Source: an optimization exercise on an open RTL-to-GDS flow (aim: small area, a short achievable clock period and few clock cycles per item). Production flows keep margins and buffers that such runs may drop. RTL that was checked went through simulation tests only; none was proved equivalent to the original. Function not checked in runs 3 and 4: the RTL went through the layout flow alone.

## design.v

```verilog
module sc_mulx #(parameter integer K = 1) (
    input  wire [15:0] a,
    output reg  [15:0] y
);
    integer i;
    always @* begin
        y = a;
        if (K >= 0) begin
            for (i = 0; i < K; i = i + 1)
                y = {y[14:0], 1'b0} ^ (y[15] ? 16'h100B : 16'h0000);
        end else begin
            for (i = 0; i < -K; i = i + 1)
                y = {1'b0, y[15:1]} ^ (y[0] ? 16'h8805 : 16'h0000);
        end
    end
endmodule
module sc_nstep #(parameter SCALED7 = 1) (
    input  wire [127:0] c,
    input  wire [15:0]  f,
    input  wire         nb,
    output wire [127:0] n
);
    assign n[15:0] = c[15:0] ^ f;
    genvar k;
    generate
        for (k = 1; k < 7; k = k + 1) begin : g_k
            wire [15:0] m;
            sc_mulx #(.K(k)) u_m (.a(c[16*k +: 16]), .y(m));
            assign n[16*k +: 16] = m ^ (nb ? c[16*(k-1) +: 16] : 16'h0000);
        end
    endgenerate
    generate
        if (SCALED7) begin : g_s7
            sc_mulx #(.K(7)) u_m7 (.a(c[127:112] ^ (nb ? c[111:96] : 16'h0000)), .y(n[127:112]));
        end else begin : g_p7
            wire [15:0] m7;
            sc_mulx #(.K(7)) u_m7 (.a(c[127:112]), .y(m7));
            assign n[127:112] = m7 ^ (nb ? c[111:96] : 16'h0000);
        end
    endgenerate
endmodule
module sc_encoder (
    input  wire         clk,
    input  wire         step,      
    input  wire         first,     
    input  wire [63:0]  sym4,
    output reg  [127:0] state
);
    wire [127:0] a0 = state;
    wire [127:0] a1, a2, a3, a4;
    wire [127:0] b1, b2, b3, b4;
    sc_nstep #(.SCALED7(0)) u_a1 (.c(a0), .f(16'h0000), .nb(1'b1), .n(a1));
    wire [127:0] a1g = first ? 128'd0 : a1;
    sc_nstep #(.SCALED7(0)) u_a2 (.c(a1g), .f(16'h0000), .nb(1'b1), .n(a2));
    sc_nstep #(.SCALED7(0)) u_a3 (.c(a2), .f(16'h0000), .nb(1'b1), .n(a3));
    sc_nstep #(.SCALED7(0)) u_a4 (.c(a3), .f(16'h0000), .nb(1'b1), .n(a4));
    sc_nstep #(.SCALED7(0)) u_b1 (.c(128'd0), .f(sym4[15:0]),  .nb(1'b1), .n(b1));
    sc_nstep #(.SCALED7(0)) u_b2 (.c(b1),     .f(sym4[31:16]), .nb(1'b1), .n(b2));
    sc_nstep #(.SCALED7(0)) u_b3 (.c(b2),     .f(sym4[47:32]), .nb(1'b1), .n(b3));
    sc_nstep #(.SCALED7(0)) u_b4 (.c(b3),     .f(sym4[63:48]), .nb(1'b1), .n(b4));
    always @(posedge clk)
        if (step)
            state <= a4 ^ b4;
endmodule
module sc_syndrome (
    input  wire         clk,
    input  wire         load,       
    input  wire [127:0] din,
    input  wire         pad,        
    input  wire [15:0]  sym,
    input  wire         conv,       
    input  wire [5:0]   act,
    input  wire         eval,       
    output reg  [127:0] p,
    output wire [15:0]  sum         
);
    wire [127:0] ps;
    sc_nstep u_ps (.c(p), .f(pad ? sym : 16'h0000), .nb(pad), .n(ps));
    wire [127:0] pc;
    genvar i;
    generate
        for (i = 0; i < 8; i = i + 1) begin : g_c
            wire [15:0] up = (i < 7) ? p[16*(i+1) +: 16] : 16'h0000;
            wire [15:0] xa, za, ya;
            sc_mulx #(.K(1))     u_x (.a(p[16*i +: 16]), .y(xa));
            assign za = xa ^ up;
            sc_mulx #(.K(5 - i)) u_y (.a(za), .y(ya));
            if (i < 6) begin : g_in
                wire [15:0] yi;
                sc_mulx #(.K(-(i + 1))) u_i (.a(p[16*i +: 16]), .y(yi));
                assign pc[16*i +: 16] = act[i] ? ya : yi;
            end else begin : g_act
                assign pc[16*i +: 16] = ya;
            end
        end
    endgenerate
    assign sum = p[15:0] ^ p[31:16] ^ p[47:32] ^ p[63:48] ^
                 p[79:64] ^ p[95:80] ^ p[111:96] ^ p[127:112];
    always @(posedge clk) begin
        if (load)
            p <= din;
        else if (conv)
            p <= pc;
        else
            p <= ps;
    end
endmodule
module sector_check (
    input  wire         clk,
    input  wire         rst,
    input  wire         in_valid,
    output wire         in_ready,
    input  wire [63:0]  in_data,
    input  wire         in_mode,
    output reg          out_valid,
    input  wire         out_ready,
    output reg  [127:0] out_data,
    output reg          out_zero
);
    reg  [5:0] bc;         
    reg        tmode;      
    reg        efull;      
    reg        irdy;
    reg        first_r;    
    reg        msg_r;      
    reg        b32_r, b33_r, b34_r;
    reg  [4:0] fc;         
    reg        fmode;      
    reg        free_r;     
    reg        pad_r, conv_r, eval_r, copy_r, fin_r;
    reg        hand_r;     
    reg  [5:0] act_r;
    assign in_ready = irdy;
    wire in_fire  = in_valid && irdy;
    wire cur_mode = first_r ? in_mode : tmode;
    wire last     = b34_r || (b32_r && !cur_mode);
    wire handoff  = hand_r;
    wire [127:0] est;
    sc_encoder u_eng (
        .clk(clk), .step(in_fire && msg_r), .first(first_r),
        .sym4(in_data), .state(est)
    );
    wire [15:0] e7;
    sc_mulx #(.K(7)) u_e7 (.a(est[127:112]), .y(e7));
    wire [127:0] p;
    wire [15:0]  s;
    sc_syndrome u_fin (
        .clk(clk), .load(handoff), .din({e7, est[111:0]}),
        .pad(pad_r), .sym(fmode ? out_data[15:0] : 16'h0000),
        .conv(conv_r), .act(act_r), .eval(eval_r),
        .p(p), .sum(s)
    );
    wire [63:0] rev_in = {in_data[15:0], in_data[31:16], in_data[47:32], in_data[63:48]};
    wire [5:0] bc_n    = in_fire ? (last ? 6'd0 : bc + 6'd1) : bc;
    wire       efull_n = (efull && !handoff) || (in_fire && b32_r);
    wire [4:0] fc_n    = handoff ? 5'd1 :
                         (fc == 5'd0 || fin_r) ? 5'd0 : fc + 5'd1;
    wire       fmode_n = handoff ? tmode : fmode;
    wire       ov_n    = fin_r || (out_valid && !out_ready);
    wire       free_n  = (fc_n == 5'd0) && !ov_n;
    wire       hand_n  = efull_n && !handoff &&
                         (tmode ? (in_fire && b34_r) : free_n);
    always @(posedge clk) begin
        if (rst) begin
            bc        <= 6'd0;
            efull     <= 1'b0;
            irdy      <= 1'b1;
            fc        <= 5'd0;
            out_valid <= 1'b0;
            free_r    <= 1'b1;
            hand_r    <= 1'b0;
            first_r   <= 1'b1;
            msg_r     <= 1'b1;
            b32_r     <= 1'b0;
            b33_r     <= 1'b0;
            b34_r     <= 1'b0;
            pad_r     <= 1'b0;
            conv_r    <= 1'b0;
            eval_r    <= 1'b0;
            copy_r    <= 1'b0;
            fin_r     <= 1'b0;
        end else begin
            bc        <= bc_n;
            efull     <= efull_n;
            irdy      <= !efull_n || free_n;
            fc        <= fc_n;
            out_valid <= ov_n;
            free_r    <= free_n;
            hand_r    <= hand_n;
            first_r   <= (bc_n == 6'd0);
            msg_r     <= (bc_n < 6'd33);
            b32_r     <= (bc_n == 6'd32);
            b33_r     <= (bc_n == 6'd33);
            b34_r     <= (bc_n == 6'd34);
            pad_r     <= (fc_n != 5'd0) && (fc_n <= 5'd8);
            conv_r    <= (fc_n >= 5'd9) && (fc_n <= 5'd15);
            eval_r    <= fmode_n && (fc_n >= 5'd16);
            copy_r    <= !fmode_n && (fc_n == 5'd16);
            fin_r     <= (!fmode_n && fc_n == 5'd16) || (fc_n == 5'd23);
        end
    end
    integer i;
    always @(posedge clk) begin
        if (in_fire && first_r)
            tmode <= in_mode;
        fmode <= fmode_n;
        for (i = 0; i < 6; i = i + 1)
            act_r[i] <= (fc_n >= 5'd15 - i);
    end
    always @(posedge clk) begin
        if (in_fire && b33_r)
            out_data[127:64] <= rev_in;
        else if (in_fire && b34_r)
            out_data[63:0] <= rev_in;
        else if (copy_r)
            out_data <= p;
        else if ((pad_r && fmode) || eval_r)
            out_data <= {s, out_data[127:16]};
    end
    always @(posedge clk) begin
        if (copy_r)
            out_zero <= (p == 128'd0);
        else if (eval_r)
            out_zero <= (fc == 5'd16 || out_zero) && (s == 16'h0000);
    end
endmodule
```

## flow/run.sh

```bash
#!/bin/bash
set -euo pipefail
bash standard.sh finish SETUP_SLACK_MARGIN=6.6 'BUFFER_PORTS_ARGS=-buffer_cell sky130_fd_sc_hd__buf_2' > orfs_flow.log 2>&1
```

## standard.sh

```bash
#!/bin/bash
# synth_recipe.tcl (not shown) runs the flow's synth.tcl, then flattens the netlist and writes it again
# the make line also repeats each setting of config.mk as NAME=value (left out here)
make -C /OpenROAD-flow-scripts/flow DESIGN_CONFIG=/design/flow/config.mk WORK_HOME=/design/flow/orfs CLKGATE_MAP_FILE= SYNTH_SCRIPT=/design/flow/synth_recipe.tcl "${@:-finish}"
```

## config.mk

```make
export PLATFORM = sky130hd
export DESIGN_NAME = sector_check
export DESIGN_NICKNAME = sector_check
export VERILOG_FILES = /design/flow/design.v
export SDC_FILE = /design/flow/constraint.sdc
export NUM_CORES = 4
export LEC_CHECK = 0
export CAP_MARGIN = 20
export CORE_MARGIN = 2
export CORE_UTILIZATION = 40
export SETUP_SLACK_MARGIN = 5
export SLEW_MARGIN = 20
```

## constraint.sdc

```tcl
create_clock -name core_clock -period 10.0 [get_ports {clk}]
set_input_delay 2.0000 -clock core_clock [delete_from_list [all_inputs] [get_ports {clk}]]
set_output_delay 2.0000 -clock core_clock [all_outputs]
set_load 0.01 [all_outputs]
```

==> impl_results.md, run 1 <==
* Outcome: timing/DRC/antenna clean
* Clock-pin slew on the worst setup and hold paths at 0.06 ns
* Tot GR Track Use at 30.6%
* Worst Hold Class: reg2reg
* Antenna violations before repair at 10
* Critical-path top delay cell: dfxtp_1
* Part of the Yosys area used for sequential elements at 32.1%
* Core Util, Final at 45.3%
* RSZ-0062 raised after global routing: yes
* Cell area after synthesis at 0.0341 sq mm
* CP Class: reg2out
* Layout Cells excl Fill at 4,833
* Root Driver: clkbuf_16
* Worst Setup SP: irdy
* Worst Path Arrival at 1.43 ns
* Final worst-path cycle share at 34.3%
* Ys async rst share at 0%
* Worst setup margin at 6.57 ns
* Mapped Avg Cell Area at 9.50 sq um
* Drt wl/cell at 28.5 um
* Clock skew at 0.0426 ns
* Place WS at 5.27 ns
* Iteration-0 DRC Markers at 3,411
* Vias after detailed routing at 26,900
* CTS Buf Count at 50
* Design area at 0.0384 sq mm
* Dpl hpwl at 102,000 um
* Delay of the slowest critical-path stage at 0.61 ns
* Pin count of the biggest net entering global routing at 163
* Setup TNS at 0 ns
* Sink Count at 418
* Startpoint types: flip-flop
* WL final at 138,000 um
* Global route total overflow at 0
* Worst-margin pin slew at 1.14 ns
* Post-Syn Nets at 3,672
* Register area at 0.0110 sq mm
* DRT antenna net count at 0
* Final Hold Violating Endpoints at 0
* Vias in the first global route at 24,900
* Slew headroom at 23.8%
* HP Start: fmode
* # port buffers at 199
* Layout area overhead at 12.7%
* Commonest non-fill, non-tap cell in the layout: xnor2_1
* Residual DRC count at 0
* Yosys cell types at 56
* Initial Util at 40.2%
* DP Cell Count at 4,663
* FMAX at 291 MHz
* Hold Buf Count CTS at 0
* Number of synthesized register bits at 418
* Mapped Cells at 3,585
* Share of layout cells above drive strength 1 at 14.5%
* Buf/Inv on CP at 1
* Most frequent cells in the layout: xnor2_1, nand2_1, xor2_1
* Yosys warnings at 17
* # IOs at 200
* Footprint of the multi-input gates at 0.0221 sq mm
* Die Wd at 296 um
* 1st-pass router iterations at 6
* H-tree Lvls at 2
* Clk latency of the worst-skew pair at 0.64 ns
* Post-synth EDFFs at 258
* Hold WS at 0.467 ns
* Final Setup Violations at 0
* Reg2reg start: u_eng.state[126]
* Clk buf depth at 3
* CP Max Fanout at 9
* Die Height at 296 um
* Placed Area at 0.0357 sq mm
* Crit path max-delay family: flip-flops
* Routed vias/inst at 5.57
* Slew Viols, Final at 0
* Worst Path Required at 8.00 ns
* GP Congestion at 0.989
* Core area at 0.0847 sq mm
* Layout fillers at 8,204
* DIE AREA at 0.0875 sq mm
* CP Cell Sequence: buf_2
* Top_reg_cell synth: edfxtp_1
* First-pass GRT wire length at 189,000 um
* Row count at 107
* MaxCap Viol Count at 0
* Final net count at 3,729
* Min cycle time layout at 3.43 ns
* CTS tree: done
* Critical Path Sink Type: output pin
## logic make-up after synthesis
logic type | count (synthesis) | share of synthesized area (%)
xor gates and xnor gates | 1376 | 40.5
and+or+nand+nor | 784 | 9.66
AOI/OAI and AO/OA | 451 | 7.14
DFF | 418 | 32.1
buffers and inverters | 346 | 4.06
muxes | 192 | 5.82
adders and majority gates | 18 | 0.661
## what timing repair did
item / in CTS / in global routing
buffers inserted: 48 / 20
setup endpoints to repair: 255 / 172
hold endpoints to repair: 0 / 0
gates resized for setup: 38 / 26
gates cloned: 2 / 1
pin swaps: 13 / 16
## state kept, by name (all words and copies together) (netlist names)
name	count
efull	1
out_data	128
tmode	1
out_zero	1
eval_r	1
act_r	6
conv_r	1
u_fin.p	128
copy_r	1
b33_r	1
hand_r	1
b34_r	1
out_valid	1
irdy	1
bc	6
fmode	1
first_r	1
u_eng.state	128
msg_r	1
fc	5
pad_r	1
fin_r	1
b32_r	1
## path summary, 6_finish.rpt
check                                         to  slack [ns]  depth (start not counted)
worst max register to register  u_eng.state[115]        6.65                          9
worst min-delay path                      copy_r        0.47                          1
worst min register to register            copy_r        0.47                          1
worst max-delay path                    in_ready        6.57                          1
## routing by layer
layer / GRT usage, % / vias up / share of wire (%)
li1: - / 11900 / -
met3: 7.16 / 338 / 11
met1: 41.6 / 13100 / 40
met5: 1.50 / - / 0.17
met2: 45.8 / 1632 / 43
met4: 14.3 / 10 / 5.3
## layout make-up
class | instances | area share, %
Sequential cell | 418 | 28.6
Tap cell | 1144 | 3.73
Multi-Input combinational cell | 2823 | 57.6
Clock buffer | 62 | 3.48
Antenna cell | 5 | 0.0326
Clock inverter | 32 | 0.968
Timing Repair Buffer | 312 | 5.24
Inverter | 37 | 0.362
## cell usage after synthesis, types with 6 or more instances
cell type	number	area [sq um]
nor2_1	217	815
a21oi_1	76	380
xnor3_2	7	166
xnor2_2	17	277
inv_1	37	139
buf_4	7	52.6
buf_2	21	105
mux2i_1	151	1510
nor4_1	28	175
xnor2_1	901	7890
xnor3_1	80	1800
dfxtp_1	160	3200
and2_1	7	43.8
nor2b_1	30	188
nand2_1	439	1650
nor2_2	7	43.8
o211ai_1	54	405
nor3_1	10	50.1
nand2b_1	7	43.8
o21ai_0	305	1530
edfxtp_1	258	7750
buf_1	46	173
xor3_1	19	452
a211oi_1	6	45.0
nand3_1	8	40.0
ha_1	18	225
clkbuf_1	231	867
mux2_2	38	428
xor2_1	344	3010
Testbench counts, summed over its fixed seeds: cycles 11,038, items 320.
==> run 2, diff against run 1 <==
--- a/config.mk
+++ b/config.mk
@@ -9,3 +9,3 @@
 export CORE_MARGIN = 2
-export CORE_UTILIZATION = 40
+export CORE_UTILIZATION = 50
 export SETUP_SLACK_MARGIN = 5
==> run 2 against run 1 <==
Net effect:
- global-route usage grew 8.6 points
- critical path type is now reg2reg
- still clean on timing, DRC and antenna
- fmax shrank 1.3%
- sequential cell count is the same
- clock skew shrank 0.018 ns
- sequential share of layout area is essentially flat
- design area is essentially flat
==> impl_results.md, run 2 <==
* Outcome: timing/DRC/antenna clean (unchanged)
* CTS tree: done (unchanged)
* Slew headroom at 27.1% (was 23.8%)
* Final Setup Violations at 0 (unchanged)
* Placed Area at 0.0355 sq mm (was 0.0357 sq mm)
* Commonest non-fill, non-tap cell in the layout: xnor2_1 (unchanged)
* # port buffers at 199 (unchanged)
* FMAX at 288 MHz (was 291 MHz)
* RSZ-0062 raised after global routing: yes (unchanged)
* Clk latency of the worst-skew pair at 0.63 ns (was 0.64 ns)
* Critical Path Sink Type: flip-flop (was output pin)
* Clock-pin slew on the worst setup and hold paths at 0.06 ns (about the same)
* Die Wd at 265 um (was 296 um)
* Top_reg_cell synth: edfxtp_1 (unchanged)
* Worst setup margin at 6.53 ns (was 6.57 ns)
* Met1 WL at 51,500 um (was 55,100 um)
* Slew Viols, Final at 0 (unchanged)
* Most frequent cells after synthesis: xnor2_1, nand2_1, xor2_1 (unchanged)
* Final Hold Violating Endpoints at 0 (unchanged)
* Yosys cell types at 56 (unchanged)
* Share of layout cells above drive strength 1 at 15.7% (was 14.5%)
* Worst r2r dst: u_eng.state[115] (unchanged)
* Number of synthesized register bits at 418 (unchanged)
* FF-to-FF path depth at 9 (unchanged)
* Worst Hold Class: reg2reg (unchanged)
* Final worst-path cycle share at 34.7% (was 34.3%)
* Worst-margin pin slew at 1.09 ns (was 1.14 ns)
* Reg2reg start: u_eng.state[106] (was u_eng.state[126])
* Largest area contributor in the netlist: xnor2_1 (unchanged)
* Initial Util at 50.6% (was 40.2%)
* CP Max Fanout at 4 (was 9)
* Vias in the first global route at 26,200 (was 24,900)
* H-tree Lvls at 2 (unchanged)
* Global route total overflow at 0 (unchanged)
* Startpoint types: flip-flop (unchanged)
* First-pass GRT wire length at 195,000 um (was 189,000 um)
* Iteration-0 DRC Markers at 3,255 (was 3,411)
* Yosys warnings at 17 (unchanged)
* Row count at 95 (was 107)
* Area share of the largest cell type after synthesis at 23.2% (unchanged)
* Cells on Worst Hold Path at 1 (unchanged)
* GP Congestion at 1.01 (was 0.989)
* CTS Buf Count at 51 (was 50)
* Final net count at 3,764 (was 3,729)
* CP Class: reg2reg (was reg2out)
* DRT antenna net count at 0 (unchanged)
* Most frequent cell after synthesis: xnor2_1 (unchanged)
* Ys async rst share at 0% (unchanged)
* Mapped Avg Cell Area at 9.50 sq um (unchanged)
* WL met3 at 12,900 um (was 15,600 um)
* Tot GR Track Use at 39.2% (was 30.6%)
* Worst Path Arrival at 3.82 ns (was 1.43 ns)
* Dpl hpwl at 106,000 um (was 102,000 um)
* Reg2reg setup slack at 6.53 ns (was 6.65 ns)
* Worst Path Required at 10.35 ns (was 8.00 ns)
* Layout area overhead at 12.7% (about the same)
* Synth top area cells: xnor2_1, edfxtp_1, dfxtp_1, xor2_1, xnor3_1 (unchanged)
* Residual DRC count at 0 (unchanged)
* Design area at 0.0384 sq mm (about the same)
* Routed vias/inst at 5.88 (was 5.57)
* Max layer used: met5 (unchanged)
* Post-Syn Nets at 3,672 (unchanged)
* DIE AREA at 0.0702 sq mm (was 0.0875 sq mm)
* Core area at 0.0673 sq mm (was 0.0847 sq mm)
* Min cycle time layout at 3.47 ns (was 3.43 ns)
* Sink Count at 418 (unchanged)
* MaxCap Viol Count at 0 (unchanged)
* Hold Crit Endpoint: copy_r (unchanged)
* Hold WS at 0.433 ns (was 0.467 ns)
* Die Height at 265 um (was 296 um)
* Most frequent cells in the layout: xnor2_1, nand2_1, xor2_1 (unchanged)
* Post-synth EDFFs at 258 (unchanged)
* HP Start: fmode (unchanged)
* Vias after detailed routing at 27,000 (was 26,900)
* Met2 routed WL at 64,300 um (was 59,600 um)
* WL final at 141,000 um (was 138,000 um)
* Drt wl/cell at 30.6 um (was 28.5 um)
* Clk buf depth at 3 (unchanged)
* Setup TNS at 0 ns (unchanged)
* Antenna violations before repair at 4 (was 10)
* Top flop regs: out_data (128), u_eng.state (128), u_fin.p (128) (unchanged)
* Clock skew at 0.0249 ns (was 0.0426 ns)
* Root Driver: clkbuf_16 (unchanged)
* Part of the Yosys area used for sequential elements at 32.1% (unchanged)
* Pin count of the biggest net entering global routing at 132 (was 163)
* 1st-pass router iterations at 8 (was 6)
* Cell area after synthesis at 0.0341 sq mm (unchanged)
* Place WS at 5.52 ns (was 5.27 ns)
* # IOs at 200 (unchanged)
* Mapped Cells at 3,585 (unchanged)
* Layout fillers at 6,017 (was 8,204)
run 2: what timing repair did:
| action | in CTS | in global routing |
|---|---|---|
| cloned | 0 | 1 |
| resized for setup | 33 | 42 |
| endpoints found under the setup margin | 261 | 242 |
| setup buffers | 41 | 41 |
| pin swaps | 7 | 18 |
| hold buffers | 0 | 0 |
run 2: worst max-delay path: stages, from the launching register on:
cell	delay, ns
edfxtp_1	0.47
buf_4	0.18
xnor2_2	0.24
xnor3_1	0.47
nor2_1	0.20
xnor3_2	0.36
xor3_1	0.39
xnor3_2	0.30
xnor3_1	0.45
xor2_1	0.15
run 2: how the worst max path moves through the flow:
stage | startpoint | to | slack, ns | cells after the start
floorplan | in_valid | out_data[0] | 6.01 | 6
global placement | in_valid | out_data[43] | 5.54 | 6
detailed placement | in_valid | out_data[59] | 5.52 | 6
CTS | u_eng.state[73] | u_eng.state[115] | 6.37 | 8
global route | u_eng.state[79] | u_eng.state[115] | 6.48 | 8
finish | u_eng.state[106] | u_eng.state[115] | 6.53 | 9
run 2: kinds of logic after synthesis:
kind of cell | count (synthesis) | synth area share (%)
AOI/OAI and AO/OA | 451 | 7.14
DFF | 418 | 32.1
adders and majority gates | 18 | 0.661
buffers and inverters | 346 | 4.06
muxes | 192 | 5.82
xor gates and xnor gates | 1376 | 40.5
and+or+nand+nor | 784 | 9.66
run 2: per-stage QoR:
step           utilization (%)  instances
2_1_floorplan                -       3585
3_3_place_gp              52.8       4414
3_5_place_dp              52.8       4414
4_1_cts                   56.2       4550
5_1_grt                   57.0       4593
6_report                  57.0       4596
run 2: final cells by class:
| class | count | area, sq um | area share, % |
|---|---|---|---|
| clock buffers | 64 | 1430 | 3.72 |
| multi-input cells | 2822 | 22200 | 57.8 |
| diodes | 4 | 10.0 | 0.0261 |
| repair buffers | 347 | 2210 | 5.75 |
| well taps | 873 | 1090 | 2.85 |
| flip-flops and latches | 418 | 11000 | 28.6 |
| inverters | 37 | 139 | 0.362 |
| clock inverters | 31 | 343 | 0.893 |
run 2: per-layer routing:
metal / global-route usage [%] / vias to the layer above
met4: 27.7 / 2
met5: 0 / -
met2: 62.7 / 1492
met3: 7.33 / 414
met1: 47.8 / 13200
li1: - / 11900
==> run 3, diff against run 2 <==
--- a/design.v
+++ b/design.v
@@ -61,4 +61,3 @@
     always @(posedge clk)
-        if (step)
-            state <= a4 ^ b4;
+        state <= state ^ ({128{step}} & (a4 ^ b4 ^ state));
 endmodule
@@ -209,12 +208,22 @@
     end
-    always @(posedge clk) begin
-        if (in_fire && b33_r)
-            out_data[127:64] <= rev_in;
-        else if (in_fire && b34_r)
-            out_data[63:0] <= rev_in;
-        else if (copy_r)
-            out_data <= p;
-        else if ((pad_r && fmode) || eval_r)
-            out_data <= {s, out_data[127:16]};
-    end
+    reg  [127:0] o_src;
+    reg  [127:0] o_upd;
+    always @* begin
+        o_upd = 128'd0;
+        o_src = {s, out_data[127:16]};
+        if (in_fire && b33_r) begin
+            o_upd[127:64] = {64{1'b1}};
+            o_src[127:64] = rev_in;
+        end else if (in_fire && b34_r) begin
+            o_upd[63:0] = {64{1'b1}};
+            o_src[63:0] = rev_in;
+        end else if (copy_r) begin
+            o_upd = {128{1'b1}};
+            o_src = p;
+        end else if ((pad_r && fmode) || eval_r) begin
+            o_upd = {128{1'b1}};
+        end
+    end
+    always @(posedge clk)
+        out_data <= out_data ^ (o_upd & (o_src ^ out_data));
     always @(posedge clk) begin
==> flow/run.sh (replaced) <==
#!/bin/bash
set -euo pipefail
bash standard.sh finish SETUP_SLACK_MARGIN=7 > orfs_flow.log 2>&1
--- a/config.mk
+++ b/config.mk
@@ -9,3 +9,3 @@
 export CORE_MARGIN = 2
-export CORE_UTILIZATION = 50
+export CORE_UTILIZATION = 40
 export SETUP_SLACK_MARGIN = 5
==> run 3 against run 2 <==
Net effect:
- the layout now fails its checks (capacitance limit, slew limit)
- sequential share of layout area down 3.3 points
- synthesized cell count up 2.4%
- global-route usage down 5.2 points
- utilization down 4.8 points
- clock skew up 0.011 ns
- die area up 23%
- sequential cell count unchanged
- final cell count up 13%
- highest routed layer unchanged
==> impl_results.md, run 3 <==
* H-tree Lvls at 2 (unchanged)
* Final Hold Violating Endpoints at 0 (unchanged)
* GP Congestion at 0.994 (was 1.01)
* Yosys warnings at 17 (unchanged)
* Core area at 0.0833 sq mm (was 0.0673 sq mm)
* First-pass GRT wire length at 209,000 um (was 195,000 um)
* DIE AREA at 0.0862 sq mm (was 0.0702 sq mm)
* Outcome: complete, but fails checks (was timing/DRC/antenna clean)
* Ys async rst share at 0% (unchanged)
* GRT met1 Usage at 45.7% (was 47.8%)
* Number of synthesized register bits at 418 (unchanged)
* Post-Syn Nets at 3,757 (was 3,672)
* # port buffers at 199 (unchanged)
* 1st-pass router iterations at 10 (was 8)
* Clk latency of the worst-skew pair at 0.64 ns (was 0.63 ns)
* Tot GR Track Use at 34.1% (was 39.2%)
* Most frequent cells in the layout: xnor2_1, nand2_1, buf_4 (was xnor2_1, nand2_1, xor2_1)
* FF-to-FF path depth at 11 (was 9)
* Top_reg_cell synth: edfxtp_1 (unchanged)
* Most frequent cells after synthesis: xnor2_1, nand2_1, nor2_1 (was xnor2_1, nand2_1, xor2_1)
* Worst Path Arrival at 1.34 ns (was 3.82 ns)
* Worst-margin pin slew at 1.69 ns (was 1.09 ns)
* Cell area after synthesis at 0.0335 sq mm (was 0.0341 sq mm)
* Crit path max-delay family: flip-flops (was XOR/XNOR gates)
* Root Driver: clkbuf_16 (unchanged)
* Slew headroom at -12.8% (was 27.1%)
* Core Util, Final at 52.2% (was 57.0%)
* CP Class: reg2out (was reg2reg)
* Row count at 106 (was 95)
* # IOs at 200 (unchanged)
* CP Max Fanout at 2 (was 4)
* Startpoint types: flip-flop (unchanged)
* Clock skew at 0.0359 ns (was 0.0249 ns)
* Die Height at 294 um (was 265 um)
* Largest area contributor in the netlist: xnor2_1 (unchanged)
* Vias after detailed routing at 30,200 (was 27,000)
* Commonest non-fill, non-tap cell in the layout: xnor2_1 (unchanged)
* Delay of the slowest critical-path stage at 0.51 ns (was 0.47 ns)
* Mapped Avg Cell Area at 9.14 sq um (was 9.50 sq um)
* CTS tree: done (unchanged)
* Mapped Cells at 3,670 (was 3,585)
* Antenna violations before repair at 3 (was 4)
* M3 GR Usage at 12.0% (was 7.33%)
* Residual DRC count at 0 (unchanged)
* Die Wd at 294 um (was 265 um)
* Sink Count at 418 (unchanged)
* Cells on Worst Hold Path at 2 (was 1)
* GR peak layer: met2 (unchanged)
* DRT antenna net count at 0 (unchanged)
* Slew Viols, Final at 12 (was 0)
* Iteration-0 DRC Markers at 4,751 (was 3,255)
* FMAX at 299 MHz (was 288 MHz)
* Hold Crit Endpoint: out_valid (was copy_r)
* Met2 Track Usage GR at 49.6% (was 62.7%)
* Area share of the largest cell type after synthesis at 24.4% (was 23.2%)
* Buf/Inv on CP at 1 (unchanged)
* Final worst-path cycle share at 33.4% (was 34.7%)
* Initial Util at 40.3% (was 50.6%)
* MaxCap Viol Count at 1 (was 0)
* WL final at 155,000 um (was 141,000 um)
* Layout area overhead at 29.7% (was 12.7%)
* Clock-pin slew on the worst setup and hold paths at 0.06 ns (about the same)
* Global route total overflow at 0 (unchanged)
* Drt wl/cell at 29.9 um (was 30.6 um)
* Min cycle time layout at 3.34 ns (was 3.47 ns)
* Yosys cell types at 59 (was 56)
* Final Setup Violations at 0 (unchanged)
* Worst Hold Class: reg2reg (unchanged)
* Setup TNS at 0 ns (unchanged)
* Routed vias/inst at 5.82 (was 5.88)
* CTS Buf Count at 52 (was 51)
* Share of layout cells above drive strength 1 at 26.1% (was 15.7%)
* Dpl hpwl at 108,000 um (was 106,000 um)
* Pin count of the biggest net entering global routing at 204 (was 132)
* Final net count at 4,153 (was 3,764)
* Hold WS at 0.524 ns (was 0.433 ns)
* RSZ-0062 raised after global routing: yes (unchanged)
* HP Start: out_valid (was fmode)
* Worst Path Required at 8.00 ns (was 10.35 ns)
* Critical Path Sink Type: output pin (was flip-flop)
* Reg2reg setup slack at 6.76 ns (was 6.53 ns)
* Synth top area cells: xnor2_1, edfxtp_1, dfxtp_1, xor2_1, xnor3_1 (unchanged)
* Post-synth EDFFs at 258 (unchanged)
* SO Viols: capacitance limit, slew limit
* Critical-path top delay cell: edfxtp_1 (unchanged)
* Part of the Yosys area used for sequential elements at 32.7% (was 32.1%)
* Clk buf depth at 3 (unchanged)
* CP Cell Sequence: buf_2 (was buf_4 -> xnor2_2 -> xnor3_1 -> nor2_1 -> xnor3_2 -> xor3_1 -> xnor3_2 -> xnor3_1 -> xor2_1)
* Vias in the first global route at 27,700 (was 26,200)
* Most frequent cell after synthesis: xnor2_1 (unchanged)
-- run 3: what timing repair did --
item | CTS | global route
buffers inserted | 238 | 117
pin swaps | 101 | 94
cloned | 14 | 11
gates resized for setup | 870 | 210
hold buffers | 0 | 0
setup endpoints to repair | 649 | 514
-- run 3: worst max path at each step --
stage | from | end | slack (ns) | cells past startpoint
2_1_floorplan | in_valid | flip-flop | 5.90 | 6
6_report | flip-flop | out_data[76] | 6.66 | 1
5_1_grt | flip-flop | out_data[76] | 6.67 | 1
3_3_place_gp | in_valid | flip-flop | 5.12 | 8
3_5_place_dp | in_valid | flip-flop | 5.12 | 8
4_1_cts | flip-flop | out_data[45] | 6.70 | 1
-- run 3: logic make-up after synthesis --
kind of cell / Yosys count / share of synthesized area [%]
flip-flops: 418 / 32.7
AO/OA/AOI/OAI: 533 / 8.95
buffers and inverters: 356 / 4.14
XOR/XNOR: 1382 / 40.3
adder cells (fa/ha/maj): 18 / 0.672
AND/OR/NAND/NOR: 899 / 11.1
multiplexers: 64 / 2.10
-- run 3: layer usage --
| metal | up-vias | part of all wire, % | wire length, um |
|---|---|---|---|
| met2 | 2136 | 42 | 65000 |
| met3 | 521 | 15 | 22800 |
| li1 | 12800 | - | - |
| met1 | 14700 | 38 | 58600 |
| met5 | - | 0.017 | 27 |
| met4 | 4 | 5.6 | 8740 |
-- run 3: cell type report --
type / instances / area [sq um]
diodes: 4 / 10.0
clock buffers: 79 / 1540
clock inverters: 18 / 239
fillers: 7530 / 39800
inverters: 41 / 154
multi-input cells: 2905 / 23700
flip-flops and latches: 418 / 11000
well taps: 1080 / 1350
repair buffers: 648 / 5490
-- run 3: through the flow --
step / area, sq um / std cells / setup slack [ns]
after floorplan: 34300 / 3670 / 5.90
final: 43500 / 5193 / 6.66
after global placement: 36700 / 4712 / 5.12
after global routing: 43500 / 5189 / 6.67
after CTS: 41300 / 5061 / 6.70
after detailed placement: 36700 / 4712 / 5.12
==> run 4, diff against run 3 <==
--- a/design.v
+++ b/design.v
@@ -61,3 +61,4 @@
     always @(posedge clk)
-        state <= state ^ ({128{step}} & (a4 ^ b4 ^ state));
+        if (step)
+            state <= a4 ^ b4;
 endmodule
==> run 4 against run 3 <==
Net effect:
- the run now finishes clean
- worst setup slack worse by 0.12 ns
- routed wire length is 0.63% lower
- first-iteration DRC count down 9.6%
- via count grew 0.43%
- critical path type unchanged
- critical endpoint is now out_data[58]
==> impl_results.md, run 4 <==
* Cell area after synthesis at 0.0339 sq mm (was 0.0335 sq mm)
* Row count at 106 (unchanged)
* Layout area overhead at 28.7% (was 29.7%)
* Vias in the first global route at 27,900 (was 27,700)
* CP Max Fanout at 2 (unchanged)
* Min cycle time layout at 3.46 ns (was 3.34 ns)
* Buf/Inv on CP at 1 (unchanged)
* GRT met1 Usage at 43.5% (was 45.7%)
* CTS tree: done (unchanged)
* 1st-pass router iterations at 6 (was 10)
* Post-Synth XOR/XNOR Area at 40.9% (was 40.3%)
* Critical-path top delay cell: edfxtp_1 (unchanged)
* MaxCap Viol Count at 0 (was 1)
* Global route total overflow at 0 (unchanged)
* Worst Hold Class: reg2reg (unchanged)
* Crit path max-delay family: flip-flops (unchanged)
* Yosys cell types at 56 (was 59)
* Clock skew at 0.0441 ns (was 0.0359 ns)
* Register area at 0.0110 sq mm (about the same)
* Share of layout cells above drive strength 1 at 25.4% (was 26.1%)
* Simple-gate portion of the synthesized area at 11.1% (about the same)
* Dpl hpwl at 106,000 um (was 108,000 um)
* Initial Util at 40.5% (was 40.3%)
* Residual DRC count at 0 (unchanged)
* Final Setup Violations at 0 (unchanged)
* Vias after detailed routing at 30,400 (was 30,200)
* Synth top area cells: xnor2_1, edfxtp_1, dfxtp_1, xor2_1, xnor3_1 (unchanged)
* Most frequent cells in the layout: xnor2_1, nand2_1, buf_4 (unchanged)
* DP Cell Count at 4,736 (was 4,712)
* Reg2reg setup slack at 6.80 ns (was 6.76 ns)
* Clock-pin slew on the worst setup and hold paths at 0.07 ns (was 0.06 ns)
* WL final at 154,000 um (was 155,000 um)
* HP Start: fmode (was out_valid)
* Slew Viols, Final at 0 (was 12)
* Yosys warnings at 17 (unchanged)
* Slew headroom at 22.7% (was -12.8%)
* # port buffers at 199 (unchanged)
* Final net count at 4,121 (was 4,153)
* Clk buf depth at 3 (unchanged)
* Routed vias/inst at 5.82 (about the same)
* Met2 Track Usage GR at 50.1% (was 49.6%)
* First-pass GRT wire length at 209,000 um (about the same)
* Drt wl/cell at 29.6 um (was 29.9 um)
* Ys async rst share at 0% (unchanged)
* RSZ-0062 raised after global routing: yes (unchanged)
* Worst-margin pin slew at 1.15 ns (was 1.69 ns)
* GP Congestion at 1.02 (was 0.994)
* Post-Syn Nets at 3,753 (was 3,757)
* # IOs at 200 (unchanged)
* Final worst-path cycle share at 34.6% (was 33.4%)
* Post-synth EDFFs at 258 (unchanged)
* GR peak layer: met2 (unchanged)
* Part of the Yosys area used for sequential elements at 32.3% (was 32.7%)
* Worst Path Required at 8.00 ns (about the same)
* Top_reg_cell synth: edfxtp_1 (unchanged)
* Layout fillers at 7,648 (was 7,530)
* Adder-Cell Fraction of Synth Area at 0.664% (was 0.672%)
* Number of synthesized register bits at 418 (unchanged)
* Main combinational cell family by area after synthesis: XOR/XNOR gates (unchanged)
* Reg2reg start: first_r
* CP Cell Sequence: buf_2 (unchanged)
* Outcome: timing/DRC/antenna clean (was complete, but fails checks)
* Startpoint types: flip-flop (unchanged)
* Root Driver: clkbuf_16 (unchanged)
* Most frequent cell after synthesis: xnor2_1 (unchanged)
* Worst Path Arrival at 1.46 ns (was 1.34 ns)
* H-tree Lvls at 2 (unchanged)
* M3 GR Usage at 12.7% (was 12.0%)
* Pin count of the biggest net entering global routing at 97 (was 204)
* Mapped Avg Cell Area at 9.25 sq um (was 9.14 sq um)
* Final Hold Violating Endpoints at 0 (unchanged)
* DIE AREA at 0.0871 sq mm (was 0.0862 sq mm)
* Core Util, Final at 52.0% (was 52.2%)
* Clk latency of the worst-skew pair at 0.64 ns (about the same)
* Worst r2r dst: u_eng.state[101]
* Iteration-0 DRC Markers at 4,296 (was 4,751)
* DRT antenna net count at 0 (unchanged)
* Mapped Cells at 3,666 (was 3,670)
* Critical Path Sink Type: output pin (unchanged)
* FF-to-FF path depth at 8 (was 11)
* Cells on Worst Hold Path at 1 (was 2)
* Delay of the slowest critical-path stage at 0.61 ns (was 0.51 ns)
* Antenna violations before repair at 11 (was 3)
* Most frequent cells after synthesis: xnor2_1, nand2_1, xor2_1 (was xnor2_1, nand2_1, nor2_1)
* Mux contribution to synthesized area at 1.92% (was 2.10%)
* CP Class: reg2out (unchanged)
* Sink Count at 418 (unchanged)
* Layout Cells excl Fill at 5,218 (was 5,193)
* FMAX at 289 MHz (was 299 MHz)
* Area share of the largest cell type after synthesis at 23.8% (was 24.4%)
* Tot GR Track Use at 33.9% (was 34.1%)
* Die Height at 295 um (was 294 um)
* Compound-gate portion of the synthesized area at 8.89% (was 8.95%)
* Setup TNS at 0 ns (unchanged)
* Die Wd at 295 um (was 294 um)
* CTS Buf Count at 50 (was 52)
* Footprint of the multi-input gates at 0.0241 sq mm (was 0.0237 sq mm)
* Hold Crit Endpoint: copy_r (was out_valid)
* Commonest non-fill, non-tap cell in the layout: xnor2_1 (unchanged)
* Core area at 0.0838 sq mm (was 0.0833 sq mm)
* Largest area contributor in the netlist: xnor2_1 (unchanged)
## run 4: cell types whose count changed after synthesis, sizes merged, moves of 5 or more
cell / delta
and2: -9
xnor2: -6
buf: +14
mux2i: -5
nor2b: +5
xor3: +8
xnor3: +7
o21ai: +8
nor2: -13
xor2: -9
clkbuf: -6
## run 4: logic make-up after synthesis
| logic type | Yosys count |
|---|---|
| AND/OR/NAND/NOR | 890 |
| AO/OA/AOI/OAI | 538 |
| multiplexers | 60 |
| flip-flops | 418 |
| buffers and inverters | 360 |
| adder cells (fa/ha/maj) | 18 |
| XOR/XNOR | 1382 |
## run 4: timing repair
item | in CTS | in global routing
pin swaps | 103 | 95
setup buffers | 243 | 118
endpoints found under the setup margin | 686 | 348
hold buffers | 0 | 0
resized for setup | 906 | 157
gates cloned | 17 | 2
hold endpoints to repair | 0 | 0
## run 4: stage by stage
stage / hold slack [ns] / cell area (sq um) / setup WS, ns
detailed placement: 0.484 / 37000 / 4.46
global placement: 0.469 / 37000 / 4.48
finish: 0.491 / 43600 / 6.54
floorplan: 0.415 / 34700 / 5.87
CTS: 0.492 / 41900 / 6.62
global route: 0.520 / 43600 / 6.61
## run 4: worst max-delay path by stage
| stage | startpoint | endpoint | slack [ns] | cells past startpoint |
|---|---|---|---|---|
| 6_report | flip-flop | out_data[58] | 6.54 | 1 |
| 3_5_place_dp | in_valid | flip-flop | 4.46 | 8 |
| 2_1_floorplan | in_valid | flip-flop | 5.87 | 6 |
| 3_3_place_gp | in_valid | flip-flop | 4.48 | 8 |
| 5_1_grt | flip-flop | out_data[58] | 6.61 | 1 |
| 4_1_cts | flip-flop | out_data[58] | 6.62 | 1 |
## run 4: area by class of cell
class	count	area share, %
multi-input cells	2898	55.1
diodes	9	0.0516
clock buffers	69	3.35
flip-flops and latches	418	25.1
clock inverters	24	0.499
inverters	37	0.318
repair buffers	629	12.2
well taps	1134	3.25
## run 4: routing by layer
| metal | up-vias | part of all wire, % |
|---|---|---|
| li1 | 12800 | - |
| met1 | 14700 | 37 |
| met2 | 2219 | 43 |
| met3 | 599 | 13 |
| met4 | 12 | 6.4 |
| met5 | - | 0.17 |

[port drivers added, routing unchanged]
In the flow no input, the clock included, has a driving cell. The finished layouts below were timed again as built, in two steps.
Step 1, drivers: a clkbuf_16 drives clk and a buf_2 each remaining input, both assumed.
Step 2, shift: input delay + t, output delay - t, t = (earliest + latest rising clock arrival at the registers) / 2. This alone moves slack from input paths to output paths.
Three values: ideal ports, drivers, drivers and shift; two values: the first two.
run | t, ns | setup WS [ns] | worst hold slack (ns) | pins driven straight from the clock port
run 1 | 0.688 | 6.569 / 6.496 / 5.994 | 0.467 / 0.467 / 0.467 | 1
run 2 | 0.686 | 6.525 / 6.518 / 5.909 | 0.433 / 0.433 / 0.433 | 1
run 3 | 0.689 | 6.657 / 6.586 / 6.254 | 0.524 / 0.524 / 0.524 | 1
run 4 | 0.691 | 6.538 / 6.468 / 6.283 | 0.491 / 0.491 / 0.491 | 1
The setup slack of run 2, which loses most, moves by -0.007 ns with the drivers and by -0.616 ns with both steps.
